Source: an optimization exercise on an open RTL-to-GDS flow (aim: small area and a short achievable clock period). Production flows keep margins and buffers that such runs may drop.
In this exercise RTL edits were held to simulation tests only and were not proved equivalent to the original.
No activity file was given, so power comes from the tool's default toggle rates.

==> run a <==
==> flow/design.v (excerpt) <==
module windlass_mac (
    input  wire        clk,
    input  wire        rst,
    input  wire        in_valid,
    input  wire        in_last,
    input  wire [31:0] in_a,
    input  wire [31:0] in_s,
    output reg         out_valid,
    output reg  [63:0] out_c
);
==> flow/config.mk <==
export PLATFORM = sky130hd
export DESIGN_NAME = windlass_mac
export DESIGN_NICKNAME = windlass_mac
export VERILOG_FILES = /design/flow/design.v
export SDC_FILE = /design/flow/constraint.sdc
export NUM_CORES = 4
export LEC_CHECK = 0
export CAP_MARGIN = 20
export CORE_MARGIN = 2
export CORE_UTILIZATION = 55
export SLEW_MARGIN = 20
export SYNTH_HIERARCHICAL = 1
export SYNTH_MINIMUM_KEEP_SIZE = 0
==> flow/constraint.sdc <==
create_clock -name core_clock -period 11.0 [get_ports {clk}]
set_input_delay 2.2000 -clock core_clock [delete_from_list [all_inputs] [get_ports {clk}]]
set_output_delay 2.2000 -clock core_clock [all_outputs]
set_load 0.01 [all_outputs]
standard.sh (not shown) runs the stock make flow with config.mk's settings and CLKGATE_MAP_FILE= SYNTH_SCRIPT=/design/flow/synth_recipe.tcl, a recipe that flattens the netlist after the stock synthesis.
==> flow/flow/run.sh <==
#!/bin/bash
# Layout flow: the standard synthesis, unchanged, then the standard ORFS
# steps (floorplan to finish) with different repair settings:
#   - up to and including CTS, timing repair aims at the setup margin in
#     flow/margin.txt, so that the resizer works the design towards a shorter
#     period than the clock's; after CTS (global route onwards) it aims at the
#     margin in flow/margin_route.txt;
#   - extra make variables from flow/args.txt, one per line (resizer and
#     port-buffer options).
# The clock, the SDC and the design are the standard flow's. Each step's full output is
# in orfs/logs/ (ORFS's own logs) and in synth.log / cts.log / layout.log here.
set -uo pipefail
MARGIN=$(cat flow/margin.txt)
MARGIN_ROUTE=$(cat flow/margin_route.txt)
mapfile -t EXTRA < flow/args.txt
bash standard.sh synth > synth.log 2>&1 || exit 1
bash standard.sh SETUP_SLACK_MARGIN=$MARGIN TNS_END_PERCENT=100 "${EXTRA[@]}" cts > cts.log 2>&1 || exit 1
bash standard.sh SETUP_SLACK_MARGIN=$MARGIN_ROUTE TNS_END_PERCENT=100 "${EXTRA[@]}" finish > layout.log 2>&1
==> flow/flow/args.txt <==
MATCH_CELL_FOOTPRINT=0
BUFFER_PORTS_ARGS=-buffer_cell sky130_fd_sc_hd__buf_2
==> flow/flow/margin.txt <==
7.6
==> flow/flow/margin_route.txt <==
0
==> run b: changes against run a <==
--- a/flow/design.v
+++ b/flow/design.v
@@ -11,20 +11,24 @@
     wire [32:0] se = {in_s, 1'b0};
     wire        tv = in_valid & ~rst;
     reg  [31:0] a_r;
     reg  [15:0] x1_r, x2_r, ng_r;
     reg  [31:0] an_r;
+    reg  [15:0] x1n_r, x2n_r, ngn_r;
     reg         l0;
     integer j;
     always @(posedge clk) begin
         a_r <= in_a;
         an_r <= ~in_a;
         l0  <= tv & in_last;
         for (j = 0; j < 16; j = j + 1) begin
             x1_r[j] <= tv & (se[2*j+1] ^ se[2*j]);
             x2_r[j] <= tv & ((se[2*j+2] & ~se[2*j+1] & ~se[2*j]) | (~se[2*j+2] & se[2*j+1] & se[2*j]));
             ng_r[j] <= tv & se[2*j+2];
+            x1n_r[j] <= ~(tv & (se[2*j+1] ^ se[2*j]));
+            x2n_r[j] <= ~(tv & ((se[2*j+2] & ~se[2*j+1] & ~se[2*j]) | (~se[2*j+2] & se[2*j+1] & se[2*j])));
+            ngn_r[j] <= ~(tv & se[2*j+2]);
         end
     end
     wire [33:0] ae = {a_r[31], a_r, 1'b0};   
     wire [33:0] aen = {an_r[31], an_r, 1'b1};   
     wire [32:0] pp0;
@@ -43,26 +47,90 @@
     wire [32:0] pp13;
     wire [32:0] pp14;
     wire [32:0] pp15;
     genvar gi;
     generate for (gi = 0; gi < 33; gi = gi + 1) begin : g_pp
-        assign pp0[gi] = ((x1_r[0] & ae[gi+1]) | (x2_r[0] & ae[gi])) ^ ng_r[0];
-        assign pp1[gi] = ((x1_r[1] & ae[gi+1]) | (x2_r[1] & ae[gi])) ^ ng_r[1];
-        assign pp2[gi] = ((x1_r[2] & ae[gi+1]) | (x2_r[2] & ae[gi])) ^ ng_r[2];
-        assign pp3[gi] = ((x1_r[3] & ae[gi+1]) | (x2_r[3] & ae[gi])) ^ ng_r[3];
-        assign pp4[gi] = ((x1_r[4] & ae[gi+1]) | (x2_r[4] & ae[gi])) ^ ng_r[4];
-        assign pp5[gi] = ((x1_r[5] & ae[gi+1]) | (x2_r[5] & ae[gi])) ^ ng_r[5];
-        assign pp6[gi] = ((x1_r[6] & ae[gi+1]) | (x2_r[6] & ae[gi])) ^ ng_r[6];
-        assign pp7[gi] = ((x1_r[7] & ae[gi+1]) | (x2_r[7] & ae[gi])) ^ ng_r[7];
-        assign pp8[gi] = ((x1_r[8] & ~aen[gi+1]) | (x2_r[8] & ~aen[gi])) ^ ng_r[8];
-        assign pp9[gi] = ((x1_r[9] & ~aen[gi+1]) | (x2_r[9] & ~aen[gi])) ^ ng_r[9];
-        assign pp10[gi] = ((x1_r[10] & ~aen[gi+1]) | (x2_r[10] & ~aen[gi])) ^ ng_r[10];
-        assign pp11[gi] = ((x1_r[11] & ~aen[gi+1]) | (x2_r[11] & ~aen[gi])) ^ ng_r[11];
-        assign pp12[gi] = ((x1_r[12] & ~aen[gi+1]) | (x2_r[12] & ~aen[gi])) ^ ng_r[12];
-        assign pp13[gi] = ((x1_r[13] & ~aen[gi+1]) | (x2_r[13] & ~aen[gi])) ^ ng_r[13];
-        assign pp14[gi] = ((x1_r[14] & ~aen[gi+1]) | (x2_r[14] & ~aen[gi])) ^ ng_r[14];
-        assign pp15[gi] = ((x1_r[15] & ~aen[gi+1]) | (x2_r[15] & ~aen[gi])) ^ ng_r[15];
+        if (gi < 17) begin : lo0
+            assign pp0[gi] = ((x1_r[0] & ae[gi+1]) | (x2_r[0] & ae[gi])) ^ ng_r[0];
+        end else begin : hi0
+            assign pp0[gi] = ((~x1n_r[0] & ae[gi+1]) | (~x2n_r[0] & ae[gi])) ^ ~ngn_r[0];
+        end
+        if (gi < 17) begin : lo1
+            assign pp1[gi] = ((x1_r[1] & ae[gi+1]) | (x2_r[1] & ae[gi])) ^ ng_r[1];
+        end else begin : hi1
+            assign pp1[gi] = ((~x1n_r[1] & ae[gi+1]) | (~x2n_r[1] & ae[gi])) ^ ~ngn_r[1];
+        end
+        if (gi < 17) begin : lo2
+            assign pp2[gi] = ((x1_r[2] & ae[gi+1]) | (x2_r[2] & ae[gi])) ^ ng_r[2];
+        end else begin : hi2
+            assign pp2[gi] = ((~x1n_r[2] & ae[gi+1]) | (~x2n_r[2] & ae[gi])) ^ ~ngn_r[2];
+        end
+        if (gi < 17) begin : lo3
+            assign pp3[gi] = ((x1_r[3] & ae[gi+1]) | (x2_r[3] & ae[gi])) ^ ng_r[3];
+        end else begin : hi3
+            assign pp3[gi] = ((~x1n_r[3] & ae[gi+1]) | (~x2n_r[3] & ae[gi])) ^ ~ngn_r[3];
+        end
+        if (gi < 17) begin : lo4
+            assign pp4[gi] = ((x1_r[4] & ae[gi+1]) | (x2_r[4] & ae[gi])) ^ ng_r[4];
+        end else begin : hi4
+            assign pp4[gi] = ((~x1n_r[4] & ae[gi+1]) | (~x2n_r[4] & ae[gi])) ^ ~ngn_r[4];
+        end
+        if (gi < 17) begin : lo5
+            assign pp5[gi] = ((x1_r[5] & ae[gi+1]) | (x2_r[5] & ae[gi])) ^ ng_r[5];
+        end else begin : hi5
+            assign pp5[gi] = ((~x1n_r[5] & ae[gi+1]) | (~x2n_r[5] & ae[gi])) ^ ~ngn_r[5];
+        end
+        if (gi < 17) begin : lo6
+            assign pp6[gi] = ((x1_r[6] & ae[gi+1]) | (x2_r[6] & ae[gi])) ^ ng_r[6];
+        end else begin : hi6
+            assign pp6[gi] = ((~x1n_r[6] & ae[gi+1]) | (~x2n_r[6] & ae[gi])) ^ ~ngn_r[6];
+        end
+        if (gi < 17) begin : lo7
+            assign pp7[gi] = ((x1_r[7] & ae[gi+1]) | (x2_r[7] & ae[gi])) ^ ng_r[7];
+        end else begin : hi7
+            assign pp7[gi] = ((~x1n_r[7] & ae[gi+1]) | (~x2n_r[7] & ae[gi])) ^ ~ngn_r[7];
+        end
+        if (gi < 17) begin : lo8
+            assign pp8[gi] = ((x1_r[8] & ~aen[gi+1]) | (x2_r[8] & ~aen[gi])) ^ ng_r[8];
+        end else begin : hi8
+            assign pp8[gi] = ((~x1n_r[8] & ~aen[gi+1]) | (~x2n_r[8] & ~aen[gi])) ^ ~ngn_r[8];
+        end
+        if (gi < 17) begin : lo9
+            assign pp9[gi] = ((x1_r[9] & ~aen[gi+1]) | (x2_r[9] & ~aen[gi])) ^ ng_r[9];
+        end else begin : hi9
+            assign pp9[gi] = ((~x1n_r[9] & ~aen[gi+1]) | (~x2n_r[9] & ~aen[gi])) ^ ~ngn_r[9];
+        end
+        if (gi < 17) begin : lo10
+            assign pp10[gi] = ((x1_r[10] & ~aen[gi+1]) | (x2_r[10] & ~aen[gi])) ^ ng_r[10];
+        end else begin : hi10
+            assign pp10[gi] = ((~x1n_r[10] & ~aen[gi+1]) | (~x2n_r[10] & ~aen[gi])) ^ ~ngn_r[10];
+        end
+        if (gi < 17) begin : lo11
+            assign pp11[gi] = ((x1_r[11] & ~aen[gi+1]) | (x2_r[11] & ~aen[gi])) ^ ng_r[11];
+        end else begin : hi11
+            assign pp11[gi] = ((~x1n_r[11] & ~aen[gi+1]) | (~x2n_r[11] & ~aen[gi])) ^ ~ngn_r[11];
+        end
+        if (gi < 17) begin : lo12
+            assign pp12[gi] = ((x1_r[12] & ~aen[gi+1]) | (x2_r[12] & ~aen[gi])) ^ ng_r[12];
+        end else begin : hi12
+            assign pp12[gi] = ((~x1n_r[12] & ~aen[gi+1]) | (~x2n_r[12] & ~aen[gi])) ^ ~ngn_r[12];
+        end
+        if (gi < 17) begin : lo13
+            assign pp13[gi] = ((x1_r[13] & ~aen[gi+1]) | (x2_r[13] & ~aen[gi])) ^ ng_r[13];
+        end else begin : hi13
+            assign pp13[gi] = ((~x1n_r[13] & ~aen[gi+1]) | (~x2n_r[13] & ~aen[gi])) ^ ~ngn_r[13];
+        end
+        if (gi < 17) begin : lo14
+            assign pp14[gi] = ((x1_r[14] & ~aen[gi+1]) | (x2_r[14] & ~aen[gi])) ^ ng_r[14];
+        end else begin : hi14
+            assign pp14[gi] = ((~x1n_r[14] & ~aen[gi+1]) | (~x2n_r[14] & ~aen[gi])) ^ ~ngn_r[14];
+        end
+        if (gi < 17) begin : lo15
+            assign pp15[gi] = ((x1_r[15] & ~aen[gi+1]) | (x2_r[15] & ~aen[gi])) ^ ng_r[15];
+        end else begin : hi15
+            assign pp15[gi] = ((~x1n_r[15] & ~aen[gi+1]) | (~x2n_r[15] & ~aen[gi])) ^ ~ngn_r[15];
+        end
     end endgenerate
     wire t1, t2, t3, t4, t5, t6, t7, t8, t9, t10, t11, t12, t13, t14, t15, t16;
     wire t17, t18, t19, t20, t21, t22, t23, t24, t25, t26, t27, t28, t29, t30, t31, t32;
     wire t33, t34, t35, t36, t37, t38, t39, t40, t41, t42, t43, t44, t45, t46, t47, t48;
     wire t49, t50, t51, t52, t53, t54, t55, t56, t57, t58, t59, t60, t61, t62, t63, t64;
- CORE_UTILIZATION: 55 -> 40
==> run c: changes against run a <==
- CORE_UTILIZATION: 55 -> 40
==> run d: changes against run a <==
- CTS_CLUSTER_SIZE: default -> 24
==> comparison table <==
|  | run c | run b | run d | run a |
|---|---|---|---|---|
| Outcome | complete, no violations | complete, no violations | complete, no violations | complete, no violations |
| Metal-1 WL | 43.2 mm | 40.5 mm | 44.9 mm | 44.9 mm |
| Pre-CTS WS | 7.19 ns | 7.06 ns | 7.14 ns | 7.14 ns |
| Clock distribution power | 1.38 mW | 1.55 mW | 1.53 mW | 1.51 mW |
| Instance area at placement | 34100 sq um | 33700 sq um | 33600 sq um | 33600 sq um |
| Post-Place Cells | 4069 | 4093 | 3709 | 3709 |
| Flip-flop and latch power | 2.15 mW | 2.38 mW | 2.13 mW | 2.13 mW |
| Count of clock tree sinks | 344 | 392 | 344 | 344 |
| Met3 Track Usage GR | 4.47% | 4.51% | 7.37% | 7.30% |
| Clock period minus worst slack | 3.51 ns | 3.49 ns | 3.50 ns | 3.54 ns |
| Drt via density | 5.46 | 5.52 | 6.16 | 6.14 |
| Count of vias placed by the detailed router | 22700 | 23300 | 23500 | 23400 |
| Post-route worst hold slack | 0.449 ns | 0.432 ns | 0.458 ns | 0.458 ns |
| Fin Clk Skew | 0.0292 ns | 0.0238 ns | 0.0281 ns | 0.0223 ns |
| Non-clock buffer share | 3.38% | 3.03% | 3.74% | 3.58% |
| Number of multi-input combinational cells | 2272 | 2295 | 2272 | 2272 |
| Fraction of area in multi-input gates | 68.3% | 65.1% | 68.8% | 68.8% |
| Post-route cell area | 36300 sq um | 36200 sq um | 36400 sq um | 36200 sq um |
| Clock network share of area | 3.70% | 4.26% | 4.13% | 4.09% |
| Sequential power share | 17.1% | 18.8% | 15.8% | 16.3% |
| GR Util met1 | 31.4% | 30.0% | 47.2% | 47.1% |
| Synthesized netlist cell count | 3048 | 3163 | 3048 | 3048 |

-- re-timing with driven ports --
The results above use ideal ports. As a check the final layouts listed here were re-extracted and re-timed, cells and wires unchanged.
Step 1: set_driving_cell puts a clkbuf_16 on clk and a buf_2 on each other input, an assumption about the parent block.
Step 2 adds t to the input delays and takes it off the output delays; t is the mean of the earliest and latest rising clock arrival at the registers after step 1. Input paths then give back, and output paths get back, about the clock's delay inside the block.
Three values: no drivers, after step 1, after step 2; two values: the first two.
| run | t (ns) | slack for setup (ns) | worst hold slack (ns) |
|---|---|---|---|
| run a | 0.662 | 7.465 / 7.465 / 7.465 | 0.458 / 0.458 / 0.458 |
| run b | 0.629 | 7.507 / 7.507 / 7.363 | 0.432 / 0.432 / 0.432 |
| run c | 0.637 | 7.494 / 7.494 / 7.494 | 0.449 / 0.449 / 0.449 |
| run d | 0.661 | 7.498 / 7.498 / 7.498 | 0.458 / 0.458 / 0.458 |
After both steps every run listed still meets setup and hold. For run b, which loses most, drivers alone change the setup slack by 0.000 ns; drivers and shift together by -0.144 ns.
